This is an optimization exercise on Yosys and OpenROAD, whose aim is small area, a short achievable clock period and few clock cycles per item, not a production implementation. The RTL was checked by simulation tests, not by an equivalence proof against the original design. Power figures rest on the tool's default switching activity, not on a simulated workload.

## flow/design.v (module list and top-level ports; edited modules follow where they fit)
// module trtcm_meter_bank: 262 lines
// module mul_cs: 1713 lines
module trtcm_meter_bank (
    input  wire        clk,
    input  wire        rst,
    input  wire        in_valid,
    output wire        in_ready,
    input  wire        in_cfg,
    input  wire [3:0]  in_idx,
    input  wire [13:0] in_len,
    input  wire [39:0] in_ts,
    input  wire [27:0] in_cir,
    input  wire [27:0] in_pir,
    input  wire [23:0] in_cbs,
    input  wire [23:0] in_pbs,
    output reg         out_valid,
    output reg  [1:0]  out_colour
);
  // ...
==> flow/run.sh <==
#!/bin/bash
# synth_recipe.tcl (not shown) runs the flow's synth.tcl, then flattens the netlist and writes it again
# the make line also repeats each setting of config.mk as NAME=value (left out here)
make -C /OpenROAD-flow-scripts/flow DESIGN_CONFIG=/design/flow/config.mk WORK_HOME=/design/flow/orfs CLKGATE_MAP_FILE= SYNTH_SCRIPT=/design/flow/synth_recipe.tcl finish
==> flow/config.mk <==
export PLATFORM = sky130hd
export DESIGN_NAME = trtcm_meter_bank
export DESIGN_NICKNAME = trtcm_meter_bank
export VERILOG_FILES = /design/flow/design.v
export SDC_FILE = /design/flow/constraint.sdc
export NUM_CORES = 4
export LEC_CHECK = 0
export CAP_MARGIN = 20
export CORE_MARGIN = 2
export CORE_UTILIZATION = 55
export CTS_CLUSTER_DIAMETER = 100
export CTS_CLUSTER_SIZE = 30
export GPL_ROUTABILITY_DRIVEN = 1
export PLACE_DENSITY = 0.65
export SLEW_MARGIN = 20
==> flow/constraint.sdc <==
create_clock -name core_clock -period 28.0 [get_ports {clk}]
set_input_delay 5.6000 -clock core_clock [delete_from_list [all_inputs] [get_ports {clk}]]
set_output_delay 5.6000 -clock core_clock [all_outputs]
set_load 0.01 [all_outputs]
==> flow_results.org, run 1 <==
** Cells and area
- The finished layout holds roughly 17000 standard cells, fillers aside.
- Once layout is complete, the utilization of the core stands at 0.588.
- In the final layout, the registers with the most flip-flops are d_q: 376 flops, e_q: 376 flops, last_q: 320 flops.
- Registers represent a cell area share of 0.467.

** Clock network
- For this design, the CTS-stage hold fixing added 0 buffers.
- The number of setup buffers added after CTS is 0.
- The later pin in the worst-skew pair is clocked with a latency of roughly 0.9 ns.
- The H-tree was split into 4 levels.

** Synthesis
- Sorting the synthesized cells by area gives the leading types as edfxtp_1 (41%), dfxtp_1 (9.0%), fa_1 (8.9%).
- The commonest cells after synthesis are edfxtp_1 (2178), nand2_1 (1441), inv_1 (1257), a21oi_1 (952), nor2_1 (786).
- Synthesis produced a netlist with a net count of approximately 15000.
- A synthesized cell averages around 12 um^2.
- The number of different library cells used by synthesis comes to 98.
- The share of the Yosys chip area taken by registers is 0.496.

** Place
- OpenSTA, run right after detailed placement, puts the worst setup slack at 19.43 ns.
- Detailed placement ended at an HPWL of 338000 um.
- Port buffering added 169 buffers.

** Setup path
- Counting buffers and inverters, the worst setup path is 25 cells deep.
- Path depth of the worst reg2reg path :: 25
- Data required time at the worst endpoint :: roughly 29 ns
- Crit path largest cell delay :: 0.79 ns
- CP bufs+invs :: 4

** STA
- Relative slew margins :: 0.231
- Post-route clock skew :: 0.0625 ns
- Final count of negative-setup-slack endpoints :: 0

** Route
- Summed over all nets, wire length on met2 after detailed routing comes to around 220000 um.
- WL/cell :: 28.4 um
- After detailed routing, the number of remaining DRC violations is 0.
- Number of nets still failing antenna checks after routing :: 0
- The first TritonRoute pass finished after 9 iterations.
- After detailed routing, the wire length on met1 is ~200000 um.

** Power
- Clock power frac :: 0.157
- Net switching power of the design :: 0.00670 W
- Reported sequential group power :: 0.00565 W
- Of the total power, registers draw 0.360.
- Power density of the placed cells :: a little over 90 nW/um^2

** Floorplan
- Chip Height :: between 500 and 600 um
- For this configuration, the core starts out at a cell density of 0.553.
- The core region is 291000 um^2.
- Top-Level Pins :: 170

** Min path
- Worst hold path stage count :: 0
- End point of the most critical hold path :: s3_qp[33]$_DFF_P_
- Startpoint of the tightest hold check path :: s2_qp[33]$_DFF_P_

** Run status
- The run finished with no timing, DRC or antenna violations.
Testbench counts, summed over its fixed seeds: cycles 24,168, items 24,000.
==> run 2: changes to the inputs <==
--- a/flow/config.mk
+++ b/flow/config.mk
@@ -7,9 +7,7 @@
 export LEC_CHECK = 0
 export CAP_MARGIN = 20
 export CORE_MARGIN = 2
-export CORE_UTILIZATION = 55
-export CTS_CLUSTER_DIAMETER = 100
-export CTS_CLUSTER_SIZE = 30
+export CORE_UTILIZATION = 30
 export GPL_ROUTABILITY_DRIVEN = 1
-export PLACE_DENSITY = 0.65
+export PLACE_DENSITY = 0.45
 export SLEW_MARGIN = 20
==> flow_results.org, run 2 <==
** Setup path
- The required time of the critical path was 22.40 ns (-6.39 ns).
- CP Class :: flip-flop to output port
- Type of destination of the critical path :: output port
- The biggest cell delay along the critical path came to 0.75 ns (-0.04 ns).
- Maximum fanout count along the critical path :: 2
- Among cell families on the critical path, the largest total delay comes from flip-flops.
- Cell with the largest stage delay on the worst path :: dfxtp_1
- Data arrival time at the worst-slack endpoint :: 2.37 ns
- STA classifies the critical path startpoint as a flip-flop.
- Worst path cell trace :: clkdlybuf4s50_1
- CP bufs+invs :: 1 (-3)
- The worst register-to-register path has a setup slack of 20.65 ns.

** Power
- Leakage :: 67.3 nW
- Overall power consumption after layout is estimated at 0.0174 W.
- Int Power :: 0.0105 W
- Clock power frac :: 0.251 (+0.094)
- The proportion of power drawn by flip-flops and latches was 0.321 (-0.039).
- Of the total power, combinational logic draws 0.428.
- Of the total power, the share spent switching nets is 0.400.
- The power per cell area came to 96.0 nW/um^2 (+4.8%).
- The power spent charging and discharging nets was 0.00698 W (+4.2%).
- The worst-case IR drop observed on VDD is 0.0529 mV.

** Place
- The count of input and output buffers is 169 (unchanged).
- Gpl congestion :: about 0.9
- Placement-stage worst setup slack :: 20.65 ns (+1.22 ns)
- Total placed instance area :: approximately 170000 um^2
- The HPWL reported at the end of detailed placement came to 370000 um (+9.5%).

** STA
- The count of final setup violators is 0 (unchanged).
- The final hold violation count came to 0.
- Post-route clock skew :: 0.0590 ns (-0.00352 ns)
- Total negative slack for setup checks :: 0 ns
- The final number of max-transition violations was 0.
- After layout, the worst setup slack is 20.03 ns.
- Derived from the worst setup path, the maximum achievable clock frequency is 126 MHz.
- Hold timing on the final database bottoms out at a slack of 0.313 ns.
- Final critical path time including I/O delays and setup :: 7.97 ns
- For the pin with the worst max-slew slack, the measured transition is 1.16 ns.
- Setup repair after global routing left no endpoint under its margin.
- The relative max-transition margin came to 0.218 (-0.0130).
- Of the available clock period, the critical path in the final layout requires 0.285.

** Cells and area
- Counting the fill cells in the layout gives about 53000.
- Most frequent standard cell in the layout excluding fill and tap cells :: edfxtp_1
- In the layout the commonest cells are edfxtp_1 (2178), nand2_1 (1433), inv_1 (1254), a21oi_1 (950), ha_1 (773).
- Layout Cell Area excl Fill :: 182000 um^2
- The largest registers in the layout are d_q: 376 flops, e_q: 376 flops, last_q: 320 flops.
- From synthesis to final layout, the design area changed by 12.8%.
- Total number of nets in the final design :: 15100
- Proportion of layout cells with a drive suffix above 1 :: 0.112

** Clock network
- H-Tree Depth :: 5 (+1)
- Gates resized during post-CTS repair numbered 0.
- The buffer count from post-CTS setup fixing came to 0 (unchanged).
- Clock-pin slew was measured on the worst setup and hold paths at 0.06 ns.
- Sinks on Clock Net :: between 2000 and 3000
- Largest buffer count on any clock path :: 4
- Buffer cell driving the clock tree root :: clkbuf_16
- The worst-skew pair later-pin latency came to 0.97 ns (+0.07 ns).
- The count of hold buffers inserted by post-cts repair is 0 (unchanged).
- Buffers inserted during clock tree synthesis total 326.
- TritonCTS built the clock tree.

** Synthesis
- Most instantiated cells after synthesis :: edfxtp_1 (2178), nand2_1 (1441), inv_1 (1257), a21oi_1 (952), nor2_1 (786)
- The synthesized design contains ~2900 register bits.
- The number of nets in the synthesized netlist is 15300 (unchanged).
- After synthesis, the share of flip-flops with an asynchronous set or reset is 0.
- The mean area per synthesized cell is 11.8 um^2 (unchanged).
- Summed instance area of the synthesized netlist :: approximately 160000 um^2
- Of the total synthesized cell area, the portion taken by AND, OR, NAND and NOR gates is 0.0774.
- Library cell with the highest instance count after synthesis :: edfxtp_1
- Main area contributors after synthesis :: edfxtp_1 (41%), dfxtp_1 (9.0%), fa_1 (8.9%)
- Share of the synthesized area in the top cell type :: 0.406
- In this run, synthesis inferred between 2000 and 2500 flip-flops with an integrated enable.
- Syn Inst Count :: 13600
- Arithmetic-cell share of the synthesized area counting full adders, half adders and majority gates :: 0.149
- Number of distinct library cell variants in the gate-level netlist after synthesis :: 98 (unchanged)
- Multiplexer fraction of the synthesized cell area :: 0.0847
- The most used flip-flop cell after synthesis is edfxtp_1.
- After synthesis, the largest family of logic cells by area is adder cells.
- Post-synthesis compound-gate area fraction :: 0.116
- Register area share after synthesis :: 0.496 (unchanged)
- Yosys warnings :: 1
- Of all cell types, the one taking the most synthesized area is edfxtp_1.
- Xor/xnor share of the synthesized area :: 0.0269

** Floorplan
- The I/O pin count was 170 (unchanged).
- Row Count :: 269
- The floorplan step set the die width to 737 um.
- The die covers between 500000 and 600000 um^2.
- The initial core utilization was 0.301 (-0.253).
- Area of the core :: 536000 um^2 (+84%)
- Chip Height :: 737 um (+35%)

** Run status
- The run finished with no timing, DRC or antenna violations.

** Global routing
- Global-route wire length before repair :: 785000 um
- Via count of the first global-routing pass :: 108000
- The total overflow left after global routing is 0.
- Maximum number of pins on one net before global-route repair :: 137
- Global routing usage summed across all routing layers :: 0.195
- Antenna violations before repair :: 33

** Flow run
- Max-cap violations in this run came to 0.

** Route
- Post-detailed-route via-to-cell ratio :: 5.11
- The number of remaining DRC errors was 0 (unchanged).
- The count of antenna-violating nets left after detailed routing is 0 (unchanged).
- Wires add up to between 500000 and 600000 um.
- The detailed-routing iteration count for the pre-antenna-repair pass was 9 (unchanged).
- Summing over every cut layer, the via total after detailed routing is ~110k.
- WL/cell :: 25.8 um (-9.0%)
- DR iter-0 viols :: 10400

** Min path
- Worst min path class :: flip-flop to flip-flop
## run 2: changes by cell type in the layout (fill, tap and decap cells not counted), moves of 6 or more
cell and change:
buf_4 +24, bufinv_16 +24, clkbuf_1 +29, clkbuf_16 +196, clkbuf_8 +23, clkinv_1 +38, clkinv_2 +40, clkinv_4 +10
clkinvlp_4 +11, inv_12 -6, inv_6 +13
## run 2: final timing paths
check                                          start          endpoint  cells past startpoint
worst max-delay path            out_valid$_SDFF_PP0_         out_valid                      1
worst min-delay path                s2_b[26]$_DFF_P_  s3_b[26]$_DFF_P_                      0
worst max register to register   s3_gc[6]$_SDFF_PP1_  s3_d[33]$_DFF_P_                     24
worst min register to register      s2_b[26]$_DFF_P_  s3_b[26]$_DFF_P_                      0
## run 2: stage by stage
stage                util  std cells
floorplan               -      13600
global placement    0.319      20300
detailed placement  0.319      20300
CTS                 0.339      20900
global route        0.339      20900
finish              0.339      20900
## run 2: worst register-to-register path, cell delays in order (launching register included)
cell and delay, ns:
dfxtp_1 0.30, inv_1 0.07, ha_1 0.24, fa_1 0.41, a41o_1 0.26, a221oi_1 0.26, a2bb2oi_1 0.41, and4b_1 0.26
o21ai_0 0.22, o311ai_1 0.53, a2111oi_0 0.26, or4_1 0.53, and2_1 0.22, ha_1 0.30, nand3_1 0.10, nor4_1 0.46
nand3_1 0.13, a21oi_1 0.13, o21ai_0 0.11, nand4b_1 0.13, mux2i_1 0.20, o211ai_4 0.21, buf_4 0.72, mux2_2 0.46
a221o_1 0.31
## run 2: routing by layer
metal,vias up,part of all wire,global-route usage
met5,-,0.00077,0
met4,12,0.029,0.0529
met3,740,0.057,0.0254
met2,3491,0.45,0.311
met1,54300,0.46,0.278
li1,48500,-,-
## run 2: final cells by class
cell class              count  area [um^2]  share of cell area
repair buffers            422         3730              0.0205
well taps                7181         8980              0.0494
clock buffers             428         9020              0.0496
clock inverters           163         1770             0.00975
multi-input cells        8576        73500               0.405
flip-flops and latches   2904        79900               0.440
inverters                1263         4760              0.0262
diodes                      5         12.5           0.0000688
## run 2: logic make-up (layout without fill, tap and decap cells)
logic type      after synthesis  in the layout
compound gates             2953           2953
buf+inv                    2118           2276
fa+ha+maj                  1487           1487
other cells                   0              5
simple gates               2902           2902
mux                         739            739
xor+xnor                    495            495
flops                      2904           2904
## run 2: power by group through the flow
stage | clock network, W | registers, W | logic (W)
2_1_floorplan | 0 | 0.00543 | 0.00487
3_3_place_gp | 0 | 0.00569 | 0.00740
3_5_place_dp | 0 | 0.00569 | 0.00744
4_1_cts | 0.00448 | 0.00560 | 0.00747
5_1_grt | 0.00464 | 0.00563 | 0.00831
6_report | 0.00437 | 0.00560 | 0.00747
==> run 3: changes to the inputs <==
==> flow/flow/run.sh (new file) <==
#!/bin/bash
# The standard layout (standard.sh), with the ports buffered by
# sky130_fd_sc_hd__buf_4 instead of the smallest buffer cell ORFS picks
# (clkdlybuf4s50_1, a delay cell that is slow on the output paths).
set -euo pipefail
export BUFFER_PORTS_ARGS="-buffer_cell sky130_fd_sc_hd__buf_4"
bash standard.sh > standard.log 2>&1
==> flow/standard.sh (new file) <==
#!/bin/bash
# synth_recipe.tcl (not shown) runs the flow's synth.tcl, then flattens the netlist and writes it again
# the make line also repeats each setting of config.mk as NAME=value (left out here)
make -C /OpenROAD-flow-scripts/flow DESIGN_CONFIG=/design/flow/config.mk WORK_HOME=/design/flow/orfs CLKGATE_MAP_FILE= SYNTH_SCRIPT=/design/flow/synth_recipe.tcl "${@:-finish}"
removed: flow/run.sh
==> flow_results.org, run 3 <==
** Synthesis
- Number of distinct library cell variants in the gate-level netlist after synthesis :: 98 (unchanged)
- The proportion of register bits with asynchronous set or reset after synthesis came to 0 (unchanged).
- Synthesized area per cell :: 11.8 um^2 (unchanged)
- Summed instance area of the synthesized netlist :: 161000 um^2 (unchanged)
- Most instantiated cells after synthesis :: edfxtp_1 (2178), nand2_1 (1441), inv_1 (1257), a21oi_1 (952), nor2_1 (786)
- Most area-hungry cell type in the Yosys netlist :: edfxtp_1
- Main area contributors after synthesis :: edfxtp_1 (41%), dfxtp_1 (9.0%), fa_1 (8.9%)
- The synthesized netlist cell count was 13600 (unchanged).
- #FFs+latches synth :: 2904 (unchanged)
- The count of flip-flops with a built-in enable after synthesis was 2178 (unchanged).
- Main synth FF type :: edfxtp_1
- The proportion of synthesized chip area in sequential cells is 0.496 (unchanged).
- By instance count, the leading cell after synthesis is edfxtp_1.
- The portion of synthesized cell area occupied by the leading cell type came to 0.406 (unchanged).
- The number of nets in the synthesized netlist was 15300 (unchanged).
- The total of warnings raised by yosys came to 1 (unchanged).

** STA
- The peak clock frequency supported by timing is 126 MHz (+0.77%).
- Slack of the critical path :: 20.09 ns (+0.0606 ns)
- Unrepaired setup endpoints after global routing :: no
- Slew Viols, Final :: 0 (unchanged)
- The worst-margin pin slew is 1.24 ns (+0.0792 ns).
- Relative slew margins :: 0.150 (-0.0683)
- The final sum of negative setup slack is 0 ns (unchanged).
- The clock skew was 0.0776 ns (+0.0186 ns).
- The clock period minus worst slack came to 7.91 ns (-0.0606 ns).
- The final hold violation count came to 0 (unchanged).
- The count of final setup violators is 0 (unchanged).
- Final critical-path share of the clock period :: 0.282 (-0.00216)

** Floorplan
- The area of the core is 536000 um^2 (unchanged).
- The row count is 269 (unchanged).
- The initial core utilization was 0.301 (unchanged).
- Die Area :: 543000 um^2 (unchanged)
- The I/O pin count was 170 (unchanged).
- The overall die height came to 737 um (unchanged).
- X dimension of the die :: 737 um (unchanged)

** Place
- The count of input and output buffers is 169 (unchanged).
- Detailed placement HPWL :: 368000 um (-0.44%)
- Total placed instance area :: 171000 um^2 (-0.18%)
- Total placed cells including tap cells :: 20400 (+0.079%)
- The worst setup slack after placement came to 20.03 ns (-0.625 ns).
- Gpl congestion :: 0.890 (-1.3%)

** Route
- DR iter-0 viols :: 9853 (-5.0%)
- WL/cell :: 25.7 um (-0.38%)
- Number of iterations in the first detailed-routing pass :: 8 (-1)
- Total DRC errors in the routed layout :: 0 (unchanged)
- The count of vias placed by the detailed router is 107000 (+0.21%).
- The count of antenna-violating nets left after detailed routing came to 0 (unchanged).
- The total detailed-routing wirelength came to 539000 um (-0.24%).
- The average via count per standard cell is 5.12 (about the same).

** Global routing
- The global routing usage on met3 came to 0.0282 (+0.00278).
- In this run the most used layer during global routing was met2.
- Global routing usage summed across all routing layers :: 0.194 (-0.000719)
- Met2 usage :: 0.308 (-0.00295)
- The number of antenna violations at the first check in global routing is 25 (-24%).
- Global-route wire length before repair :: 781000 um (-0.39%)
- Leftover overflow at the end of global routing :: 0 (unchanged)
- The maximum number of pins on one net before global-route repair came to 119 (-13%).
- The via count of the first global-routing pass is 108000 (+0.13%).
- Met1 Track Usage GR :: 0.274 (-0.00376)

** Run status
- Outcome :: complete, no violations

** Cells and area
- The number of cells in the finished layout apart from fillers is 21000 (+0.14%).
- Most frequent standard cell in the layout excluding fill and tap cells :: edfxtp_1
- Post-layout utilization of the core :: 0.338 (-0.00104)
- The layout cell share with drive strength beyond 1 was 0.123 (+0.0116).
- The layout net count is 15200 (+0.12%).
- From synthesis to final layout, the design area changed by 12.5%.
- The largest registers in the layout are d_q: 376 flops, e_q: 376 flops, last_q: 320 flops.
- The final design area excluding fillers was 181000 um^2 (-0.31%).
- Leaving out fill and tap cells, the most frequent cells in the layout are edfxtp_1 (2178), nand2_1 (1432), inv_1 (1254), a21oi_1 (950), ha_1 (773).

** Setup path
- CP Class :: flip-flop to flip-flop
- Data required time at the worst endpoint :: 28.83 ns (+6.43 ns)
- Critical path launch point type :: flip-flop
- Data arrival time at the worst-slack endpoint :: 8.74 ns (+6.37 ns)
- The worst setup path is captured at a flip-flop.
- The maximum fanout encountered on the critical timing path was 28 (+26).

** Min path
- In this run the worst hold path is classified as flip-flop to flip-flop.

** Clock network
- The clock-pin slew on the worst setup and hold paths is 0.06 ns (about the same).
- Post-CTS resize count :: 0 (unchanged)
- The number of buffers on the longest clock path is 4 (unchanged).
- Sinks on Clock Net :: 2904 (unchanged)
- TritonCTS clock tree :: built
- The count of H-tree levels built during CTS was 5 (unchanged).
- Number of setup buffers added after CTS :: 0 (unchanged)
- CTS Buf Count :: 328 (+0.61%)
- The count of hold buffers inserted by post-cts repair came to 0 (unchanged).
- Buffer cell driving the clock tree root :: clkbuf_16
- Worst skew pair latency :: 0.98 ns (about the same)

** Power
- Leakage :: 67.3 nW (+0.12%)
- Power density of the placed cells :: 96.3 nW/um^2 (+0.38%)
- Worst ir drop on vdd :: 0.0643 mV (+22%)

** Flow run
- The number of max-cap violations was 0 (unchanged).
run 3: per-layer routing:
layer	share of wire	wire (um)
met1	0.46	246000
met2	0.45	243000
met3	0.059	31900
met4	0.033	17900
met5	0.000080	43
run 3: logic make-up (layout without fill, tap and decap cells):
family	Yosys count	in the layout	share of synthesized area
other cells	0	9	0
fa+ha+maj	1487	1487	0.149
xor+xnor	495	495	0.0269
flops	2904	2904	0.496
simple gates	2902	2902	0.0774
buf+inv	2118	2301	0.0499
mux	739	739	0.0847
compound gates	2953	2953	0.116
run 3: cell type report:
class,instances,area [um^2]
sequential,2904,79900
timing repair buffer,438,3430
inverter,1263,4760
clock inverter,156,1390
fill,53400,355000
clock buffer,444,9130
antenna,9,22.5
multi-input combinational,8576,73500
tap,7181,8980
run 3: final timing paths:
kind                                     startpoint           endpoint  slack (ns)  cells after the start
worst max-delay path            s3_gc[6]$_SDFF_PP1_   s3_d[29]$_DFF_P_       20.09                     24
worst min-delay path              s2_qc[16]$_DFF_P_  s3_qc[16]$_DFF_P_        0.31                      0
worst max register to register  s3_gc[6]$_SDFF_PP1_   s3_d[29]$_DFF_P_       20.09                     24
worst min register to register    s2_qc[16]$_DFF_P_  s3_qc[16]$_DFF_P_        0.31                      0
run 3: critical path: stages (launching register included):
cell and delay, ns:
dfxtp_1 0.30, inv_1 0.07, ha_1 0.24, fa_1 0.41, a41o_1 0.26, a221oi_1 0.25
a2bb2oi_1 0.46, and4b_1 0.28, o21ai_0 0.24, o311ai_1 0.56, a2111oi_0 0.25, or4_1 0.52
and2_1 0.20, ha_1 0.29, nand3_1 0.10, nor4_1 0.50, nand3_1 0.15, a21oi_1 0.15
o21ai_0 0.12, nand4b_1 0.13, mux2i_1 0.13, o211ai_4 0.80, buf_4 0.61, mux2_2 0.41
a221o_1 0.32
run 3: per-stage QoR:
step                      hold WS, ns  power [W]
after floorplan                 0.310     0.0103
after global placement          0.311     0.0132
after detailed placement        0.312     0.0132
after CTS                       0.312     0.0175
after global routing            0.321     0.0186
final                           0.310     0.0175
run 3: where the power goes:
part           total, W  switching [W]  leakage [nW]  internal (W)
logic           0.00762        0.00482          36.6       0.00280
registers       0.00557       0.000400          25.6       0.00517
clock network   0.00426        0.00185          5.11       0.00242
total            0.0175        0.00707          67.3        0.0104
==> module trtcm_meter_bank, before the edit <==
module trtcm_meter_bank (
    input  wire        clk,
    input  wire        rst,
    input  wire        in_valid,
    output wire        in_ready,
    input  wire        in_cfg,
    input  wire [3:0]  in_idx,
    input  wire [13:0] in_len,
    input  wire [39:0] in_ts,
    input  wire [27:0] in_cir,
    input  wire [27:0] in_pir,
    input  wire [23:0] in_cbs,
    input  wire [23:0] in_pbs,
    output reg         out_valid,
    output reg  [1:0]  out_colour
);
    localparam int NM = 8;
    localparam logic [1:0] GREEN       = 2'b00;
    localparam logic [1:0] YELLOW      = 2'b01;
    localparam logic [1:0] RED         = 2'b10;
    localparam logic [1:0] NOT_METERED = 2'b11;
    logic ready_q;
    assign in_ready = ready_q;
    logic       s1_v;
    logic [1:0] s1_k;           
    wire        hold = s1_v & (s1_k != 2'd0);
    logic         s0_v;
    logic         s0_cfg;
    logic [3:0]   s0_idx;
    logic [103:0] s0_w;
    always_ff @(posedge clk) begin
        if (rst) s0_v <= 1'b0;
        else if (!hold) s0_v <= in_valid & ready_q;
    end
    wire [103:0] cfg_in   = {in_cir, in_pir, in_cbs, in_pbs};
    wire [53:0]  frame_in = {in_len, in_ts};
    always_ff @(posedge clk) begin
        if (!hold) begin
            s0_cfg       <= in_cfg;
            s0_idx       <= in_idx;
            s0_w[103:54] <= cfg_in[103:54];
            s0_w[53:0]   <= in_cfg ? cfg_in[53:0] : frame_in;
        end
    end
    logic [NM-1:0][27:0] cir_q;
    logic [NM-1:0][27:0] pir_q;
    logic [NM-1:0][23:0] cbs_q;
    logic [NM-1:0][23:0] pbs_q;
    logic [NM-1:0]       cfg_ok;    
    logic [NM-1:0][39:0] last_q;
    logic [NM-1:0]       last_ok;   
    wire [2:0]  m1   = s0_idx[2:0];
    wire        met1 = ~s0_idx[3];
    wire [39:0] ts1  = s0_w[39:0];
    wire [13:0] len1 = s0_w[53:40];
    wire        cw1  = s0_v &  s0_cfg & met1 & ~hold;
    wire        fr1  = s0_v & ~s0_cfg & met1;
    wire        lw1  = fr1 & ~hold;
    always_ff @(posedge clk) begin
        for (int i = 0; i < NM; i++) begin
            if (cw1 && m1 == i) begin
                cir_q[i] <= s0_w[103:76];
                pir_q[i] <= s0_w[75:48];
                cbs_q[i] <= s0_w[47:24];
                pbs_q[i] <= s0_w[23:0];
            end
            if (lw1 && m1 == i) last_q[i] <= ts1;
        end
    end
    always_ff @(posedge clk) begin
        if (rst) begin
            cfg_ok  <= '0;
            last_ok <= '0;
        end else begin
            if (cw1) cfg_ok[m1]  <= 1'b1;
            if (lw1) last_ok[m1] <= 1'b1;
        end
    end
    wire        ok1   = cfg_ok[m1];
    wire [39:0] last1 = last_q[m1] & {40{last_ok[m1]}};
    wire [27:0] cir1  = cir_q[m1] & {28{ok1}};
    wire [27:0] pir1  = pir_q[m1] & {28{ok1}};
    wire [23:0] cbs1  = cbs_q[m1] & {24{ok1}};
    wire [23:0] pbs1  = pbs_q[m1] & {24{ok1}};
    wire [39:0] dt1   = ts1 - last1;
    wire [1:0]  k1 = ~fr1          ? 2'd0 :
                     (|dt1[39:36]) ? 2'd2 :
                     (|dt1[35:18]) ? 2'd1 : 2'd0;
    logic               s1_first;   
    logic               s1_cfg;
    logic               s1_met;
    logic [2:0]         s1_m;
    logic [39:0]        s1_dt;
    logic [27:0]        s1_cir;
    logic [27:0]        s1_pir;
    logic [24:0]        s1_qc;      
    logic [24:0]        s1_qp;      
    logic [13:0]        s1_len;
    always_ff @(posedge clk) begin
        if (rst) begin
            s1_v    <= 1'b0;
            s1_k    <= 2'd0;
            ready_q <= 1'b1;
        end else if (hold) begin
            s1_k    <= s1_k - 2'd1;
            ready_q <= (s1_k == 2'd1);
        end else begin
            s1_v    <= s0_v;
            s1_k    <= k1;
            ready_q <= (k1 == 2'd0);
        end
    end
    always_ff @(posedge clk) begin
        s1_first <= ~hold;
        if (!hold) begin
            s1_cfg <= s0_cfg;
            s1_met <= met1;
            s1_m   <= m1;
            s1_dt  <= dt1;
            s1_cir <= cir1;
            s1_pir <= pir1;
            s1_qc  <= {1'b0, cbs1} - {11'd0, len1};
            s1_qp  <= {1'b0, pbs1} - {11'd0, len1};
            s1_len <= len1;
        end
    end
    wire [17:0] chunk = (s1_k == 2'd2) ? {14'd0, s1_dt[39:36]} :
                        (s1_k == 2'd1) ? s1_dt[35:18] : s1_dt[17:0];
    wire [47:0] xc, yc, xp, yp;
    mul_cs u_mul_c (.a(s1_cir), .b(chunk), .x(xc), .y(yc));
    mul_cs u_mul_p (.a(s1_pir), .b(chunk), .x(xp), .y(yp));
    wire [27:0]        lx   = {14'd0, s1_len};
    wire [27:0]        b15  = (lx << 14) - (lx << 10) + (lx << 8) + (lx << 3) + lx;
    wire [38:0]        qcx  = {{14{s1_qc[24]}}, s1_qc};
    wire [38:0]        qpx  = {{14{s1_qp[24]}}, s1_qp};
    wire [38:0]        qc15 = (qcx << 14) - (qcx << 10) + (qcx << 8) + (qcx << 3) + qcx;
    wire [38:0]        qp15 = (qpx << 14) - (qpx << 10) + (qpx << 8) + (qpx << 3) + qpx;
    logic               s2_v;       
    logic               s2_first;
    logic               s2_cfg;
    logic               s2_met;
    logic [2:0]         s2_m;
    logic [47:0]        s2_xc, s2_yc, s2_xp, s2_yp;
    logic [36:0]        s2_b;       
    logic [47:0]        s2_qc;      
    logic [47:0]        s2_qp;      
    always_ff @(posedge clk) begin
        if (rst) s2_v <= 1'b0;
        else     s2_v <= s1_v & ~hold;
    end
    always_ff @(posedge clk) begin
        s2_first <= s1_first;
        s2_cfg   <= s1_cfg;
        s2_met   <= s1_met;
        s2_m     <= s1_m;
        s2_xc    <= xc;
        s2_yc    <= yc;
        s2_xp    <= xp;
        s2_yp    <= yp;
        s2_b     <= {b15, 9'd0};
        s2_qc    <= {qc15, 9'd0};
        s2_qp    <= {qp15, 9'd0};
    end
    logic [NM-1:0][46:0] d_q;       
    logic [NM-1:0][46:0] e_q;       
    logic [NM-1:0]       de_ok;     
    logic               s3_v;
    logic               s3_cfg;
    logic               s3_met;
    logic [2:0]         s3_m;
    logic [46:0]        s3_gc, s3_gp;
    logic [46:0]        s3_d, s3_e;
    logic [36:0]        s3_b;
    logic [47:0]        s3_qc;
    logic [47:0]        s3_qp;
    wire [46:0] acc_c = s2_first ? 47'd0 : {s3_gc[28:0], 18'd0};
    wire [46:0] acc_p = s2_first ? 47'd0 : {s3_gp[28:0], 18'd0};
    wire        sat_c = ~s2_first & (|s3_gc[46:29]);
    wire        sat_p = ~s2_first & (|s3_gp[46:29]);
    wire [47:0] sum_c = {1'b0, acc_c} + s2_xc + s2_yc;      
    wire [47:0] sum_p = {1'b0, acc_p} + s2_xp + s2_yp;
    logic [46:0] d_new, e_new;
    logic        fr4, cfg4;
    logic        s5_v;
    logic [2:0]  s5_m;
    logic [46:0] s5_d, s5_e;
    wire        fwd4 = (s2_m == s3_m);
    wire        fwd5 = (s2_m == s5_m) & s5_v;
    wire        ok2  = de_ok[s2_m];
    wire [46:0] d2o  = fwd5 ? s5_d : d_q[s2_m] & {47{ok2}};
    wire [46:0] e2o  = fwd5 ? s5_e : e_q[s2_m] & {47{ok2}};
    wire [46:0] d2   = (fwd4 & fr4)  ? d_new :
                       (fwd4 & cfg4) ? 47'd0 : d2o;
    wire [46:0] e2   = (fwd4 & fr4)  ? e_new :
                       (fwd4 & cfg4) ? 47'd0 : e2o;
    always_ff @(posedge clk) begin
        if (rst) s3_v <= 1'b0;
        else     s3_v <= s2_v;
    end
    always_ff @(posedge clk) begin
        s3_cfg <= s2_cfg;
        s3_met <= s2_met;
        s3_m   <= s2_m;
        s3_gc  <= (sat_c | sum_c[47]) ? {47{1'b1}} : sum_c[46:0];
        s3_gp  <= (sat_p | sum_p[47]) ? {47{1'b1}} : sum_p[46:0];
        s3_d   <= d2;
        s3_e   <= e2;
        s3_b   <= s2_b;
        s3_qc  <= s2_qc;
        s3_qp  <= s2_qp;
    end
    wire [48:0]        dsub = {2'd0, s3_d} - {2'd0, s3_gc};
    wire [48:0]        esub = {2'd0, s3_e} - {2'd0, s3_gp};
    wire [46:0]        dadd = s3_d - s3_gc + 47'(s3_b);
    wire [46:0]        eadd = s3_e - s3_gp + 47'(s3_b);
    wire [49:0]        dcmp = {3'd0, s3_d} - {3'd0, s3_gc} - {{2{s3_qc[47]}}, s3_qc} - 50'd1;
    wire [49:0]        ecmp = {3'd0, s3_e} - {3'd0, s3_gp} - {{2{s3_qp[47]}}, s3_qp} - 50'd1;
    wire dge   = ~dsub[48];                           
    wire ege   = ~esub[48];
    wire ylw   = dge ? ~dcmp[49] : s3_qc[47];         
    wire red   = ege ? ~ecmp[49] : s3_qp[47];         
    wire green = ~red & ~ylw;
    assign d_new = dge ? (green ? dadd : dsub[46:0]) : (green ? 47'(s3_b) : 47'd0);
    assign e_new = ege ? (red ? esub[46:0] : eadd)   : (red ? 47'd0 : 47'(s3_b));
    assign fr4  = s3_v & ~s3_cfg & s3_met;
    assign cfg4 = s3_v &  s3_cfg & s3_met;
    always_ff @(posedge clk) begin
        if (rst) s5_v <= 1'b0;
        else     s5_v <= fr4;
    end
    always_ff @(posedge clk) begin
        s5_m <= s3_m;
        s5_d <= d_new;
        s5_e <= e_new;
    end
    always_ff @(posedge clk) begin
        for (int i = 0; i < NM; i++) begin
            if (s5_v && s5_m == i) begin
                d_q[i] <= s5_d;
                e_q[i] <= s5_e;
            end
        end
    end
    always_ff @(posedge clk) begin
        for (int i = 0; i < NM; i++) begin
            if (rst)                    de_ok[i] <= 1'b0;
            else if (cfg4 && s3_m == i) de_ok[i] <= 1'b0;
            else if (s5_v && s5_m == i) de_ok[i] <= 1'b1;
        end
    end
    always_ff @(posedge clk) begin
        if (rst) begin
            out_valid  <= 1'b0;
            out_colour <= 2'b00;
        end else begin
            out_valid  <= s3_v & ~s3_cfg;
            out_colour <= ~s3_met ? NOT_METERED :
                          red     ? RED :
                          ylw     ? YELLOW : GREEN;
        end
    end
endmodule
==> run 4: changes to the inputs <==
--- a/flow/design.v
+++ b/flow/design.v
@@ -129,21 +129,15 @@
     wire [47:0] xc, yc, xp, yp;
     mul_cs u_mul_c (.a(s1_cir), .b(chunk), .x(xc), .y(yc));
     mul_cs u_mul_p (.a(s1_pir), .b(chunk), .x(xp), .y(yp));
-    wire [27:0]        lx   = {14'd0, s1_len};
-    wire [27:0]        b15  = (lx << 14) - (lx << 10) + (lx << 8) + (lx << 3) + lx;
-    wire [38:0]        qcx  = {{14{s1_qc[24]}}, s1_qc};
-    wire [38:0]        qpx  = {{14{s1_qp[24]}}, s1_qp};
-    wire [38:0]        qc15 = (qcx << 14) - (qcx << 10) + (qcx << 8) + (qcx << 3) + qcx;
-    wire [38:0]        qp15 = (qpx << 14) - (qpx << 10) + (qpx << 8) + (qpx << 3) + qpx;
     logic               s2_v;       
     logic               s2_first;
     logic               s2_cfg;
     logic               s2_met;
     logic [2:0]         s2_m;
     logic [47:0]        s2_xc, s2_yc, s2_xp, s2_yp;
-    logic [36:0]        s2_b;       
-    logic [47:0]        s2_qc;      
-    logic [47:0]        s2_qp;      
+    logic [13:0]        s2_len;
+    logic [24:0]        s2_qc;      
+    logic [24:0]        s2_qp;      
     always_ff @(posedge clk) begin
         if (rst) s2_v <= 1'b0;
         else     s2_v <= s1_v & ~hold;
@@ -157,9 +151,9 @@
         s2_yc    <= yc;
         s2_xp    <= xp;
         s2_yp    <= yp;
-        s2_b     <= {b15, 9'd0};
-        s2_qc    <= {qc15, 9'd0};
-        s2_qp    <= {qp15, 9'd0};
+        s2_len   <= s1_len;
+        s2_qc    <= s1_qc;
+        s2_qp    <= s1_qp;
     end
     logic [NM-1:0][46:0] d_q;       
     logic [NM-1:0][46:0] e_q;       
@@ -170,9 +164,15 @@
     logic [2:0]         s3_m;
     logic [46:0]        s3_gc, s3_gp;
     logic [46:0]        s3_d, s3_e;
-    logic [36:0]        s3_b;
-    logic [47:0]        s3_qc;
-    logic [47:0]        s3_qp;
+    logic [36:0]        s3_b;       
+    logic [47:0]        s3_qc;      
+    logic [47:0]        s3_qp;      
+    wire [27:0]        lx   = {14'd0, s2_len};
+    wire [27:0]        b15  = (lx << 14) - (lx << 10) + (lx << 8) + (lx << 3) + lx;
+    wire [38:0]        qcx  = {{14{s2_qc[24]}}, s2_qc};
+    wire [38:0]        qpx  = {{14{s2_qp[24]}}, s2_qp};
+    wire [38:0]        qc15 = (qcx << 14) - (qcx << 10) + (qcx << 8) + (qcx << 3) + qcx;
+    wire [38:0]        qp15 = (qpx << 14) - (qpx << 10) + (qpx << 8) + (qpx << 3) + qpx;
     wire [46:0] acc_c = s2_first ? 47'd0 : {s3_gc[28:0], 18'd0};
     wire [46:0] acc_p = s2_first ? 47'd0 : {s3_gp[28:0], 18'd0};
     wire        sat_c = ~s2_first & (|s3_gc[46:29]);
@@ -205,9 +205,9 @@
         s3_gp  <= (sat_p | sum_p[47]) ? {47{1'b1}} : sum_p[46:0];
         s3_d   <= d2;
         s3_e   <= e2;
-        s3_b   <= s2_b;
-        s3_qc  <= s2_qc;
-        s3_qp  <= s2_qp;
+        s3_b   <= {b15, 9'd0};
+        s3_qc  <= {qc15, 9'd0};
+        s3_qp  <= {qp15, 9'd0};
     end
     wire [48:0]        dsub = {2'd0, s3_d} - {2'd0, s3_gc};
     wire [48:0]        esub = {2'd0, s3_e} - {2'd0, s3_gp};
@@ -217,8 +217,8 @@
     wire [49:0]        ecmp = {3'd0, s3_e} - {3'd0, s3_gp} - {{2{s3_qp[47]}}, s3_qp} - 50'd1;
     wire dge   = ~dsub[48];                           
     wire ege   = ~esub[48];
-    wire ylw   = dge ? ~dcmp[49] : s3_qc[47];         
-    wire red   = ege ? ~ecmp[49] : s3_qp[47];         
+    wire ylw   = s3_qc[47] | ~dcmp[49];               
+    wire red   = s3_qp[47] | ~ecmp[49];               
     wire green = ~red & ~ylw;
     assign d_new = dge ? (green ? dadd : dsub[46:0]) : (green ? 47'(s3_b) : 47'd0);
     assign e_new = ege ? (red ? esub[46:0] : eadd)   : (red ? 47'd0 : 47'(s3_b));
==> flow/flow/run.sh (replaced) <==
#!/bin/bash
# The standard layout (standard.sh), with the ports buffered by
# sky130_fd_sc_hd__buf_2 instead of the smallest buffer cell ORFS picks
# (clkdlybuf4s50_1, a delay cell that is slow on the output paths).
set -euo pipefail
export BUFFER_PORTS_ARGS="-buffer_cell sky130_fd_sc_hd__buf_2"
bash standard.sh > standard.log 2>&1
==> flow_results.org, run 4 <==
** Place
- Gpl congestion :: 0.879 (-1.2%)
- The count of input and output buffers is 169 (unchanged).
- Detailed placement HPWL :: 356000 um (-3.3%)

** Route
- The average via count per standard cell was 5.15 (+0.74%).
- WL/cell :: 25.8 um (+0.37%)
- Number of nets still failing antenna checks after routing :: 1 (+1)
- DR iter-0 viols :: 10900 (+11%)
- Detailed-route via count :: 107000 (-0.72%)
- Total DRC errors in the routed layout :: 0 (unchanged)
- Final wirelength :: 533000 um (-1.1%)
- Number of iterations in the first detailed-routing pass :: 7 (-1)

** Synthesis
- Yosys warnings :: 1 (unchanged)
- In the post-synthesis netlist, the cell with the most instances is edfxtp_1.
- The mapped cell area came to 159000 um^2 (-1.0%).
- The proportion of synthesized chip area in sequential cells came to 0.496 (about the same).
- The synthesized netlist cell count was 13500 (-0.74%).
- The total of flip-flops plus latches after synthesis was 2862 (-1.4%).
- Main area contributors after synthesis :: edfxtp_1 (41%), fa_1 (9.0%), dfxtp_1 (8.6%)
- The portion of synthesized cell area occupied by the leading cell type came to 0.410 (+0.00413).
- Post-synth EDFFs :: 2178 (unchanged)
- The number of nets in the synthesized netlist is 15200 (-0.66%).
- Most area-hungry cell type in the Yosys netlist :: edfxtp_1
- By count the netlist is led by edfxtp_1 (2178), nand2_1 (1432), inv_1 (1274), a21oi_1 (990), nor2_1 (807).
- The mean area per synthesized cell was 11.8 um^2 (-0.27%).
- Main synth FF type :: edfxtp_1
- The distinct cell type count after synthesis was 97 (-1.0%).
- The proportion of register bits with asynchronous set or reset after synthesis was 0 (unchanged).

** Cells and area
- Proportion of layout cells with a drive suffix above 1 :: 0.117 (-0.00571)
- In the layout the commonest cells are edfxtp_1 (2178), nand2_1 (1424), inv_1 (1270), a21oi_1 (988), nor2_1 (776).
- Leaving out fill and tap cells, the most frequent cell in the layout is edfxtp_1.
- Compared with the post-synthesis result, the final layout area differs by 12.2%.
- The layout net count came to 15100 (-0.75%).
- Biggest registers after layout :: d_q: 376 flops, e_q: 376 flops, last_q: 320 flops

** Power
- Power density of the placed cells :: 97.5 nW/um^2 (+1.2%)
- The switching power as a share of total power came to 0.407 (+0.00179).
- The internal power consumption came to 0.0104 W (-0.35%).
- The share of total power in the clock network is 0.244 (about the same).
- Worst ir drop on vdd :: 0.0883 mV (+37%)
- The proportion of power drawn by flip-flops and latches is 0.311 (-0.008).
- Net switching power of the design :: 0.00709 W (+0.39%)
- Final Power :: 0.0174 W (about the same)
- The static leakage is 67.4 nW (+0.16%).
- Combinational power share :: 0.446 (+0.010)

** Global routing
- The maximum number of pins on one net before global-route repair was 96 (-19%).
- Via count of the first global-routing pass :: 107000 (-1.1%)
- The number of antenna violations at the first check in global routing came to 43 (+72%).
- The remaining global-route overflow came to 0 (unchanged).
- Global routing usage summed across all routing layers :: 0.193 (-0.000830)
- The global-route wire length before repair is 773000 um (-1.1%).

** STA
- The count of final setup violators was 0 (unchanged).
- Post-route clock skew :: 0.0915 ns (+0.0139 ns)
- Worst-margin pin slew :: 1.13 ns (-0.114 ns)
- Slew Viols, Final :: 0 (unchanged)
- Final critical-path share of the clock period :: 0.305 (+0.0226)
- Maximum frequency from static timing analysis :: 117 MHz (-7.4%)
- Setup repair after global routing left no endpoint under its margin.
- The relative max-transition margin came to 0.249 (+0.0994).
- The final sum of negative setup slack is 0 ns (unchanged).
- Final number of hold-violating endpoints :: 0 (unchanged)
- The clock period minus worst slack is 8.54 ns (+0.632 ns).

** Setup path
- Data required time at the worst endpoint :: 28.79 ns (-0.04 ns)
- In this run the critical register-to-register path is launched from s3_gp[2]$_SDFF_PP1_.
- The maximum fanout encountered on the critical timing path came to 27 (-3.6%).
- Type of destination of the critical path :: flip-flop
- CP Class :: flip-flop to flip-flop
- Start point of the critical path :: s3_gp[2]$_SDFF_PP1_
- Data arrival time at the worst-slack endpoint :: 9.33 ns (+0.59 ns)
- The worst setup path is launched from a flip-flop.

** Floorplan
- X dimension of the die :: 733 um (-0.50%)
- Starting density of the core :: 0.301 (+0.000716)
- Top-Level Pins :: 170 (unchanged)
- Die Area :: 537000 um^2 (-1.0%)
- Row Count :: 267 (-0.74%)
- Chip Height :: 733 um (-0.50%)
- Area of the core :: 529000 um^2 (-1.2%)

** Clock network
- Buffer cell driving the clock tree root :: clkbuf_16
- The number of buffers on the longest clock path was 4 (unchanged).
- The count of H-tree levels built during CTS is 5 (unchanged).
- Number of setup buffers added after CTS :: 0 (unchanged)
- The quantity of gates resized following cts was 0 (unchanged).
- Hold-fix buffers, CTS :: 0 (unchanged)
- The clock sink count was 2862 (-1.4%).
- TritonCTS built the clock tree.
- CTS Buf Count :: 325 (-0.91%)
- The clock-pin slew on the worst setup and hold paths was 0.06 ns (about the same).
- The worst-skew pair later-pin latency was 0.98 ns (about the same).

** Run status
- The checks that failed were antenna rules.
- The flow ran to the end, but the layout failed its checks.

** Flow run
- Number of max-cap violations :: 0 (unchanged)

** Min path
- In this run the worst hold path is classified as flip-flop to flip-flop.
- Startpoint of the tightest hold check path :: s2_met$_DFF_P_
run 4: through the flow:
step                      area, um^2  hold slack [ns]   util  worst slack (ns)  cells
after floorplan               159000            0.310      -             16.28  13500
after global placement        168000            0.313  0.318             19.67  20100
after detailed placement      168000            0.321  0.318             19.69  20100
after CTS                     179000            0.326  0.338             19.65  20700
after global routing          179000            0.330  0.338             18.89  20700
final                         179000            0.328  0.338             19.46  20700
run 4: metal layers:
metal  share of wire  GRT usage  wire length, um  vias up
met5         0.00011          0               57        -
met4           0.030     0.0543            16100       10
met3           0.061     0.0259            32300      715
met2            0.45      0.304           238000     3673
met1            0.46      0.279           247000    54100
li1                -          -                -    48100
run 4: final cells by class:
class                   count  area [um^2]
flip-flops and latches   2862        79100
repair buffers            420         2880
clock buffers             415         8740
multi-input cells        8509        72700
inverters                1279         4810
well taps                6994         8750
diodes                     14         35.0
clock inverters           174         1820
fillers                 52600       350000
run 4: worst max-delay path: stages (launching register included):
cell,delay (ns)
dfxtp_1,0.32
inv_1,0.08
ha_1,0.23
fa_1,0.36
a31oi_1,0.34
a211oi_1,0.26
a211oi_1,0.55
o21ai_0,0.24
a21o_1,0.25
a211oi_1,0.62
o21bai_1,0.21
a2111oi_0,0.64
o31ai_1,0.19
xnor2_1,0.30
ha_1,0.31
a21o_1,0.18
a21o_1,0.16
a21oi_1,0.13
o21ai_0,0.09
a21oi_1,0.10
o21ai_0,0.11
a211oi_2,0.41
mux2_4,0.54
and2_1,0.44
buf_4,0.44
nor2_1,0.22
a222oi_1,0.44
o22ai_1,0.15
run 4: worst paths after layout:
check                     end  slack (ns)  cells after the start
max          s3_d[30]$_DFF_P_       19.46                     27
min            s3_met$_DFF_P_        0.33                      0
min reg2reg    s3_met$_DFF_P_        0.33                      0
max reg2reg  s3_d[30]$_DFF_P_       19.46                     27
run 4: logic make-up (layout without fill, tap and decap cells):
logic type                 count (synthesis)  after routing  synth area share
other                                      0             14                 0
adders and majority gates               1487           1487             0.150
and+or+nand+nor                         2847           2847            0.0763
muxes                                    711            711            0.0830
AOI/OAI and AO/OA                       2986           2986             0.118
DFF                                     2862           2862             0.496
buffers and inverters                   2126           2288            0.0504
xor gates and xnor gates                 478            478            0.0263
run 4: power by group through the flow:
| stage | Combinational (W) | Clock, W | Sequential (W) |
|---|---|---|---|
| 2_1_floorplan | 0.00491 | 0 | 0.00529 |
| 3_3_place_gp | 0.00770 | 0 | 0.00551 |
| 3_5_place_dp | 0.00769 | 0 | 0.00551 |
| 4_1_cts | 0.00772 | 0.00436 | 0.00542 |
| 5_1_grt | 0.00860 | 0.00452 | 0.00545 |
| 6_report | 0.00777 | 0.00425 | 0.00542 |
Testbench counts of run 4, summed over its fixed seeds: cycles 24,168, items 24,000.
==> run 5: changes to the inputs <==
--- a/flow/design.v
+++ b/flow/design.v
@@ -220,8 +220,14 @@
     wire ylw   = s3_qc[47] | ~dcmp[49];               
     wire red   = s3_qp[47] | ~ecmp[49];               
     wire green = ~red & ~ylw;
-    assign d_new = dge ? (green ? dadd : dsub[46:0]) : (green ? 47'(s3_b) : 47'd0);
-    assign e_new = ege ? (red ? esub[46:0] : eadd)   : (red ? 47'd0 : 47'(s3_b));
+    wire d_add = green & dge;
+    wire d_sub = ~green & dge;
+    wire d_b   = green & ~dge;
+    wire e_add = ~red & ege;
+    wire e_sub = red & ege;
+    wire e_b   = ~red & ~ege;
+    assign d_new = ({47{d_add}} & dadd) | ({47{d_sub}} & dsub[46:0]) | ({47{d_b}} & 47'(s3_b));
+    assign e_new = ({47{e_add}} & eadd) | ({47{e_sub}} & esub[46:0]) | ({47{e_b}} & 47'(s3_b));
     assign fr4  = s3_v & ~s3_cfg & s3_met;
     assign cfg4 = s3_v &  s3_cfg & s3_met;
     always_ff @(posedge clk) begin
==> flow_results.org, run 5 <==
** Synthesis
- Sorting the synthesized cells by how often they occur yields edfxtp_1 (2178), nand2_1 (1398), inv_1 (1270), nor2_1 (909), a21oi_1 (895).
- Number of distinct library cell variants in the gate-level netlist after synthesis :: 84 (-13%)
- Yosys warnings :: 1 (unchanged)
- In the post-synthesis netlist, the biggest area contributors are edfxtp_1 (41%), fa_1 (9.0%), dfxtp_1 (8.6%).
- Synthesized area per cell :: 11.8 um^2 (-0.17%)
- Post-synth EDFFs :: 2178 (unchanged)
- The number of nets in the synthesized netlist is 15200 (+0.11%).
- The proportion of register bits with asynchronous set or reset after synthesis is 0 (unchanged).
- The most used flip-flop cell after synthesis is edfxtp_1.
- Share of the synthesized area in the top cell type :: 0.410 (about the same)
- The total of flip-flops plus latches after synthesis was 2862 (unchanged).
- Library cell with the highest instance count after synthesis :: edfxtp_1
- The synthesized netlist cell count was 13500 (+0.12%).
- Most area-hungry cell type in the Yosys netlist :: edfxtp_1
- Summed instance area of the synthesized netlist :: 159000 um^2 (about the same)
- The proportion of synthesized chip area in sequential cells came to 0.496 (about the same).

** Setup path
- Cell class contributing the biggest share of worst-path delay :: compound AO/OA/AOI/OAI gates
- The maximum fanout encountered on the critical timing path came to 59 (+120%).
- The combined buffer and inverter count along the critical path is 5 (+3).
- The critical path arrival was 9.51 ns (+0.18 ns).
- CP Class :: flip-flop to flip-flop
- The biggest cell delay along the critical path came to 0.80 ns (+0.16 ns).
- The required time of the critical path is 28.85 ns (+0.06 ns).
- Type of destination of the critical path :: flip-flop
- Critical path launch point type :: flip-flop
- The depth of the worst register-to-register path is 25 (-7.4%).
- Most used cell along the critical path :: buf_4
- For this design, the slowest cell found on the critical path is buf_4.
- Crit path depth :: 25 (-7.4%)

** Clock network
- The clock buffer count from CTS is 328 (+0.92%).
- The buffer count from post-CTS setup fixing came to 0 (unchanged).
- TritonCTS clock tree :: built
- The count of hold buffers inserted by post-cts repair came to 0 (unchanged).
- Clock transition at path regs :: 0.06 ns (about the same)
- H-Tree Depth :: 5 (unchanged)
- The worst-skew pair later-pin latency was 0.97 ns (about the same).
- Buffer cell driving the clock tree root :: clkbuf_16
- The clock sink count came to 2862 (unchanged).
- Largest buffer count on any clock path :: 4 (unchanged)
- Post-CTS resize count :: 0 (unchanged)

** Global routing
- Antenna violations before repair :: 47 (+9.3%)
- The via count of the first global-routing pass came to 108000 (+1.1%).
- Global routing usage summed across all routing layers :: 0.195 (+0.00183)
- The remaining global-route overflow came to 0 (unchanged).
- The maximum number of pins on one net before global-route repair was 126 (+31%).
- The global-route wire length before repair came to 780000 um (+0.87%).

** Power
- The static leakage was 68.2 nW (+1.1%).
- Worst ir drop on vdd :: 0.0931 mV (+5.4%)
- Power density of the placed cells :: 98.1 nW/um^2 (+0.58%)

** Floorplan
- Starting density of the core :: 0.301 (about the same)
- The overall die height was 733 um (about the same).
- Die Area :: 537000 um^2 (about the same)
- Top-Level Pins :: 170 (unchanged)
- The row count is 267 (unchanged).
- The die outline width is 733 um (about the same).
- Area of the core :: 529000 um^2 (about the same)

** Route
- Post-detailed-route via-to-cell ratio :: 5.17 (+0.27%)
- The detailed-routing iteration count for the pre-antenna-repair pass came to 6 (-1).
- The total detailed-routing wirelength was 538000 um (+0.78%).
- The count of vias placed by the detailed router came to 107000 (+0.54%).
- DR iter-0 viols :: 9910 (-9.0%)
- Number of nets still failing antenna checks after routing :: 0 (-1)
- WL/cell :: 25.9 um (+0.51%)
- The number of remaining DRC errors is 0 (unchanged).

** Place
- Gpl congestion :: 0.877 (-0.17%)
- The HPWL reported at the end of detailed placement is 368000 um (+3.3%).
- Port Buffer Count :: 169 (unchanged)
- The placed instance area was 168000 um^2 (about the same).

** STA
- Final number of hold-violating endpoints :: 0 (unchanged)
- Unrepaired setup endpoints after global routing :: no
- The worst-margin pin slew is 1.08 ns (-0.0430 ns).
- Final count of negative-setup-slack endpoints :: 0 (unchanged)
- Relative slew margins :: 0.278 (+0.0287)
- Post-route clock skew :: 0.0799 ns (-0.0116 ns)
- The peak clock frequency supported by timing is 115 MHz (-1.4%).
- Total negative slack for setup checks :: 0 ns (unchanged)
- The final number of max-transition violations is 0 (unchanged).
- The clock period minus worst slack was 8.66 ns (+0.119 ns).
- Final critical-path share of the clock period :: 0.309 (+0.00425)

** Cells and area
- Layout Cell Area excl Fill :: 179000 um^2 (+0.15%)
- Area growth from synthesis to final layout :: 12.4%
- Biggest registers after layout :: d_q: 376 flops, e_q: 376 flops, last_q: 320 flops
- The layout cell share with drive strength beyond 1 was 0.117 (-0.000539).
- In the layout the commonest cells are edfxtp_1 (2178), nand2_1 (1389), inv_1 (1267), a21oi_1 (894), nor2_1 (879).
- The library cell used most frequently in the layout, excluding fill and tap cells, is edfxtp_1.
- The layout net count is 15100 (+0.36%).

** Min path
- The worst hold path belongs to the class flip-flop to flip-flop.
- Worst hold path stage count :: 0 (unchanged)

** Flow run
- Number of max-cap violations :: 0 (unchanged)

** Run status
- Outcome :: complete, no violations
-- run 5: cell count changes after synthesis, moves of 11 or more --
cell      previous run  this run
nand2_1           1432      1398
clkbuf_1           701       673
nand3_1             80       143
a21o_1             284       265
nor2_1             807       909
xor2_1             148       162
a211o_1              8        26
o21ai_0            654       688
o31ai_1             32        19
nor2b_1             63        51
a22o_1              24        35
a21oi_1            990       895
-- run 5: where the power goes --
| part | total [W] | switching (W) | internal (W) |
|---|---|---|---|
| combinational | 0.00782 | 0.00495 | 0.00288 |
| clock | 0.00436 | 0.00184 | 0.00252 |
| sequential | 0.00539 | 0.000349 | 0.00504 |
| total | 0.0176 | 0.00713 | 0.0104 |
-- run 5: kinds of logic (layout without fill, tap and decap cells) --
kind of cell             Yosys count  after routing  share of synthesized area
adder cells (fa/ha/maj)         1487           1487                      0.150
XOR/XNOR                         489            489                     0.0269
AND/OR/NAND/NOR                 2951           2951                     0.0785
buffers and inverters           2106           2315                     0.0501
AO/OA/AOI/OAI                   2901           2901                      0.114
multiplexers                     717            717                     0.0834
flip-flops                      2862           2862                      0.496
other                              0              7                          0
-- run 5: cell type report --
| class | instances | area, um^2 |
|---|---|---|
| Fill cell | 52300 | 350000 |
| Sequential cell | 2862 | 79100 |
| Multi-Input combinational cell | 8545 | 72700 |
| Tap cell | 6994 | 8750 |
| Clock buffer | 413 | 8710 |
| Inverter | 1278 | 4810 |
| Timing Repair Buffer | 436 | 2930 |
| Clock inverter | 188 | 2130 |
| Antenna cell | 7 | 17.5 |
-- run 5: through the flow --
step                      utilization  cells  hold slack, ns  power (W)  worst slack, ns
after global placement          0.318  20100           0.316     0.0133            19.49
after detailed placement        0.318  20100           0.316     0.0132            19.43
after CTS                       0.339  20700           0.288     0.0177            19.39
after global routing            0.339  20700           0.327     0.0187            18.85
final                           0.339  20700           0.304     0.0176            19.34
after floorplan                     -  13500           0.310     0.0102            16.27
-- run 5: path summary, 6_finish.rpt --
path / startpoint / endpoint / slack, ns
worst max-delay path: s3_gp[5]$_SDFF_PP1_ / s3_d[19]$_DFF_P_ / 19.34
worst min-delay path: s1_len[2]$_DFFE_PN_ / s2_len[2]$_DFF_P_ / 0.30
worst max register to register: s3_gp[5]$_SDFF_PP1_ / s3_d[19]$_DFF_P_ / 19.34
worst min register to register: s1_len[2]$_DFFE_PN_ / s2_len[2]$_DFF_P_ / 0.30
-- run 5: worst register-to-register path, cell delays in order, from the launching register on --
cell and delay (ns):
dfxtp_1 0.30, inv_1 0.08, ha_1 0.24, fa_1 0.42, or4_4 0.59, a41oi_1 0.50, o21ai_0 0.32, a21oi_1 0.30
a31oi_1 0.31, a22oi_1 0.38, a21oi_1 0.19, a21o_2 0.22, buf_4 0.30, inv_2 0.17, buf_4 0.45, ha_1 0.39
nand2_1 0.10, nor3_1 0.06, a221o_1 0.33, a211oi_2 0.30, mux2i_4 0.20, nor3_4 0.67, buf_4 0.80, mux2_2 0.48
a22o_1 0.20, a22o_1 0.24
-- run 5: routing by layer --
layer,up-vias,track usage,share of wire
met5,-,0,0.00035
met1,54400,0.276,0.46
li1,48100,-,-
met4,28,0.0513,0.028
met2,3703,0.314,0.46
met3,829,0.0270,0.060
Testbench counts of run 5, summed over its fixed seeds: cycles 24,168, items 24,000.
==> run 6: changes to the inputs <==
==> flow/flow/run.sh (replaced) <==
#!/bin/bash
# The standard layout (standard.sh), with the ports buffered by
# sky130_fd_sc_hd__buf_4 instead of the smallest buffer cell ORFS picks
# (clkdlybuf4s50_1, a delay cell that is slow on the output paths).
set -euo pipefail
export BUFFER_PORTS_ARGS="-buffer_cell sky130_fd_sc_hd__buf_4"
bash standard.sh > standard.log 2>&1
==> flow_results.org, run 6 <==
** STA
- The final hold violation count is 0 (unchanged).
- Unrepaired setup endpoints after global routing :: no
- Final count of negative-setup-slack endpoints :: 0 (unchanged)
- The peak clock frequency supported by timing was 128 MHz (+11%).
- The relative max-transition margin is 0.212 (-0.0657).
- The clock skew came to 0.102 ns (+0.0220 ns).
- Worst-margin pin slew :: 1.15 ns (+0.0657 ns)
- The clock period minus worst slack is 7.82 ns (-0.842 ns).
- The final worst-path setup slack came to 20.18 ns (+0.842 ns).
- The final number of max-transition violations was 0 (unchanged).
- Total negative slack for setup checks :: 0 ns (unchanged)
- The fraction of the cycle the final worst path needs was 0.279 (-0.0301).

** Cells and area
- Count of fill cells added during filler insertion :: 52400 (+0.28%)
- The area growth from synthesis to layout is 12.6%.
- Biggest registers after layout :: d_q: 376 flops, e_q: 376 flops, last_q: 320 flops
- The combined area of the multi-input logic cells was 72700 um^2 (about the same).
- The final design area excluding fillers came to 179000 um^2 (+0.13%).
- The layout cell share with drive strength beyond 1 came to 0.116 (-0.00122).
- The library cell used most frequently in the layout, excluding fill and tap cells, is edfxtp_1.
- Total number of nets in the final design :: 15100 (-0.11%)
- Commonest cells after routing, fill and taps aside :: edfxtp_1 (2178), nand2_1 (1390), inv_1 (1267), a21oi_1 (894), nor2_1 (879)
- The storage element area is 79100 um^2 (unchanged).
- The number of cells in the finished layout apart from fillers was 20700 (-0.058%).

** Route
- Final wirelength :: 532000 um (-1.0%)
- The number of remaining DRC errors is 0 (unchanged).
- The count of vias placed by the detailed router is 107000 (-0.029%).
- The average via count per standard cell is 5.17 (about the same).
- The violation count after the first detailed-routing iteration was 10100 (+1.9%).
- WL/cell :: 25.7 um (-0.98%)
- Number of iterations in the first detailed-routing pass :: 6 (unchanged)
- The count of antenna-violating nets left after detailed routing came to 0 (unchanged).

** Floorplan
- The die outline width was 733 um (unchanged).
- Starting density of the core :: 0.301 (unchanged)
- Area of the core :: 529000 um^2 (unchanged)
- Top-Level Pins :: 170 (unchanged)
- Row Count :: 267 (unchanged)
- The overall die height came to 733 um (unchanged).
- Die Area :: 537000 um^2 (unchanged)

** Clock network
- The number of buffers on the longest clock path is 4 (unchanged).
- Post-CTS resize count :: 0 (unchanged)
- TritonCTS built the clock tree.
- The count of H-tree levels built during CTS came to 5 (unchanged).
- Sinks on Clock Net :: 2862 (unchanged)
- The clock buffer count from CTS is 328 (unchanged).
- Buffer cell driving the clock tree root :: clkbuf_16
- The clock-pin slew on the worst setup and hold paths is 0.06 ns (about the same).
- Worst skew pair latency :: 0.99 ns (+0.02 ns)
- The count of hold buffers inserted by post-cts repair was 0 (unchanged).
- Number of setup buffers added after CTS :: 0 (unchanged)

** Synthesis
- Share of the synthesized area in the top cell type :: 0.410 (unchanged)
- The commonest cells after synthesis are edfxtp_1 (2178), nand2_1 (1398), inv_1 (1270), nor2_1 (909), a21oi_1 (895).
- Post-synth ARST share :: 0 (unchanged)
- edfxtp_1 takes more of the synthesized area than any other cell.
- The mapped cell area was 159000 um^2 (unchanged).
- Library cell with the highest instance count after synthesis :: edfxtp_1
- The total of warnings raised by yosys was 1 (unchanged).
- Among all flip-flop cells after synthesis, the most frequent one is edfxtp_1.
- The synthesized netlist cell count is 13500 (unchanged).
- The total of flip-flops plus latches after synthesis came to 2862 (unchanged).
- Main area contributors after synthesis :: edfxtp_1 (41%), fa_1 (9.0%), dfxtp_1 (8.6%)
- The count of flip-flops with a built-in enable after synthesis was 2178 (unchanged).
- Register area share after synthesis :: 0.496 (unchanged)
- The distinct cell type count after synthesis was 84 (unchanged).
- Syn Nets :: 15200 (unchanged)
- The mean area per synthesized cell was 11.8 um^2 (unchanged).

** Place
- Placement-stage worst setup slack :: 20.04 ns (+0.611 ns)
- The count of placed standard cells including taps is 20100 (-0.080%).
- Total placed instance area :: 169000 um^2 (+0.20%)
- Gpl congestion :: 0.888 (+1.2%)
- The HPWL reported at the end of detailed placement is 363000 um (-1.3%).
- The count of input and output buffers is 169 (unchanged).

** Global routing
- The total routing usage reported by global routing was 0.193 (-0.00240).
- Antenna violations before repair :: 49 (+4.3%)
- Leftover overflow at the end of global routing :: 0 (unchanged)
- Global-route wire length before repair :: 773000 um (-0.89%)
- Maximum number of pins on one net before global-route repair :: 105 (-17%)
- Via count of the first global-routing pass :: 108000 (-0.11%)

** Setup path
- The critical path arrival was 8.67 ns (-0.84 ns).
- Cell with the largest stage delay on the worst path :: buf_4
- Crit path largest cell delay :: 0.82 ns (+0.02 ns)
- Startpoint of the most critical register-to-register path :: s3_gp[5]$_SDFF_PP1_
- CP bufs+invs :: 6 (+1)
- The required time of the critical path came to 28.85 ns (about the same).
- The setup path with the least slack is of type flip-flop to flip-flop.
- Critical path launch point type :: flip-flop
- Worst reg2reg setup slack :: 20.18 ns (+0.84 ns)
- The depth of the worst register-to-register path was 27 (+8.0%).
- Maximum fanout count along the critical path :: 73 (+24%)
- Endpoint of the lowest-slack register-to-register path :: s5_d[46]$_DFF_P_
- The kind of cell with the highest combined delay along the critical path is compound AO/OA/AOI/OAI gates.
- Type of destination of the critical path :: flip-flop

** Power
- The power per cell area came to 96.0 nW/um^2 (-2.1%).
- The worst vdd rail ir drop is 0.0766 mV (-18%).
- Final Power :: 0.0172 W (-2.0%)
- Leakage :: 68.2 nW (about the same)

** Min path
- End point of the most critical hold path :: s2_qc[5]$_DFF_P_
- The worst hold path begins at s1_qc[5]$_DFFE_PN_.
- Worst hold path stage count :: 0 (unchanged)
- The path class of the tightest hold or removal check is flip-flop to flip-flop.

** Flow run
- The number of max-cap violations was 0 (unchanged).

** Run status
- Outcome :: complete, no violations
[run 6: metrics by stage]
step	hold WS, ns	util
final	0.315	0.339
after global routing	0.329	0.339
after CTS	0.319	0.339
after detailed placement	0.320	0.319
after global placement	0.312	0.319
after floorplan	0.310	-
[run 6: final cells by class]
cell class	instances	area share
flip-flops and latches	2862	0.441
multi-input cells	8545	0.405
clock buffers	432	0.0499
well taps	6994	0.0488
inverters	1278	0.0268
repair buffers	420	0.0182
clock inverters	174	0.00994
diodes	6	0.0000837
[run 6: worst max path at each step]
stage,start,end,slack [ns],cells after the start
floorplan,s1_k[0]$_SDFF_PP0_,cbs_q[120]$_DFFE_PP_,16.27,7
finish,s3_gp[5]$_SDFF_PP1_,s5_d[46]$_DFF_P_,20.18,27
detailed placement,s0_idx[0]$_DFFE_PN_,s1_qp[20]$_DFFE_PN_,20.04,20
global route,s0_idx[0]$_DFFE_PN_,s1_qp[20]$_DFFE_PN_,19.50,21
global placement,s0_idx[0]$_DFFE_PN_,s1_qp[20]$_DFFE_PN_,19.95,21
CTS,s0_idx[0]$_DFFE_PN_,s1_qp[20]$_DFFE_PN_,20.02,21
[run 6: cell families (layout without fill, tap and decap cells)]
family	after synthesis	count (layout)	synth area share
adder cells (fa/ha/maj)	1487	1487	0.150
flip-flops	2862	2862	0.496
AND/OR/NAND/NOR	2951	2951	0.0785
other	0	6	0
XOR/XNOR	489	489	0.0269
buffers and inverters	2106	2304	0.0501
AO/OA/AOI/OAI	2901	2901	0.114
multiplexers	717	717	0.0834
[run 6: power breakdown]
part | leakage, nW | total, W | internal [W] | switching [W]
combinational | 36.9 | 0.00751 | 0.00283 | 0.00468
sequential | 26.1 | 0.00541 | 0.00504 | 0.000372
clock | 5.20 | 0.00431 | 0.00250 | 0.00181
total | 68.2 | 0.0172 | 0.0104 | 0.00686
[run 6: per-layer routing]
metal	track usage	part of all wire
met2	0.311	0.46
met1	0.269	0.45
met5	0	0.00030
met4	0.0549	0.031
met3	0.0290	0.062

## afterwards: timing with drivers on the ports
Ports are ideal in the flow. The routed layouts listed here were re-timed in OpenROAD. Step 1, drivers: a clkbuf_16 drives clk and a buf_2 each remaining input, both assumed. Step 2, shift: input delay + t, output delay - t, t = (earliest + latest rising clock arrival at the registers) / 2. This alone moves slack from input paths to output paths. a / b / c = ideal / step 1 / step 2; a / b = the first two.
run	t (ns)	setup WS [ns]	latest minus earliest clock arrival (ns)
run 1	0.979	19.188 / 19.188 / 19.188	0.086 / 0.086
run 2	1.067	20.032 / 19.909 / 20.653	0.060 / 0.059
run 3	1.078	20.093 / 20.093 / 20.093	0.080 / 0.080
run 4	1.058	19.461 / 19.461 / 19.461	0.093 / 0.093
run 5	1.061	19.342 / 19.342 / 19.342	0.091 / 0.090
run 6	1.060	20.183 / 20.183 / 20.183	0.103 / 0.103
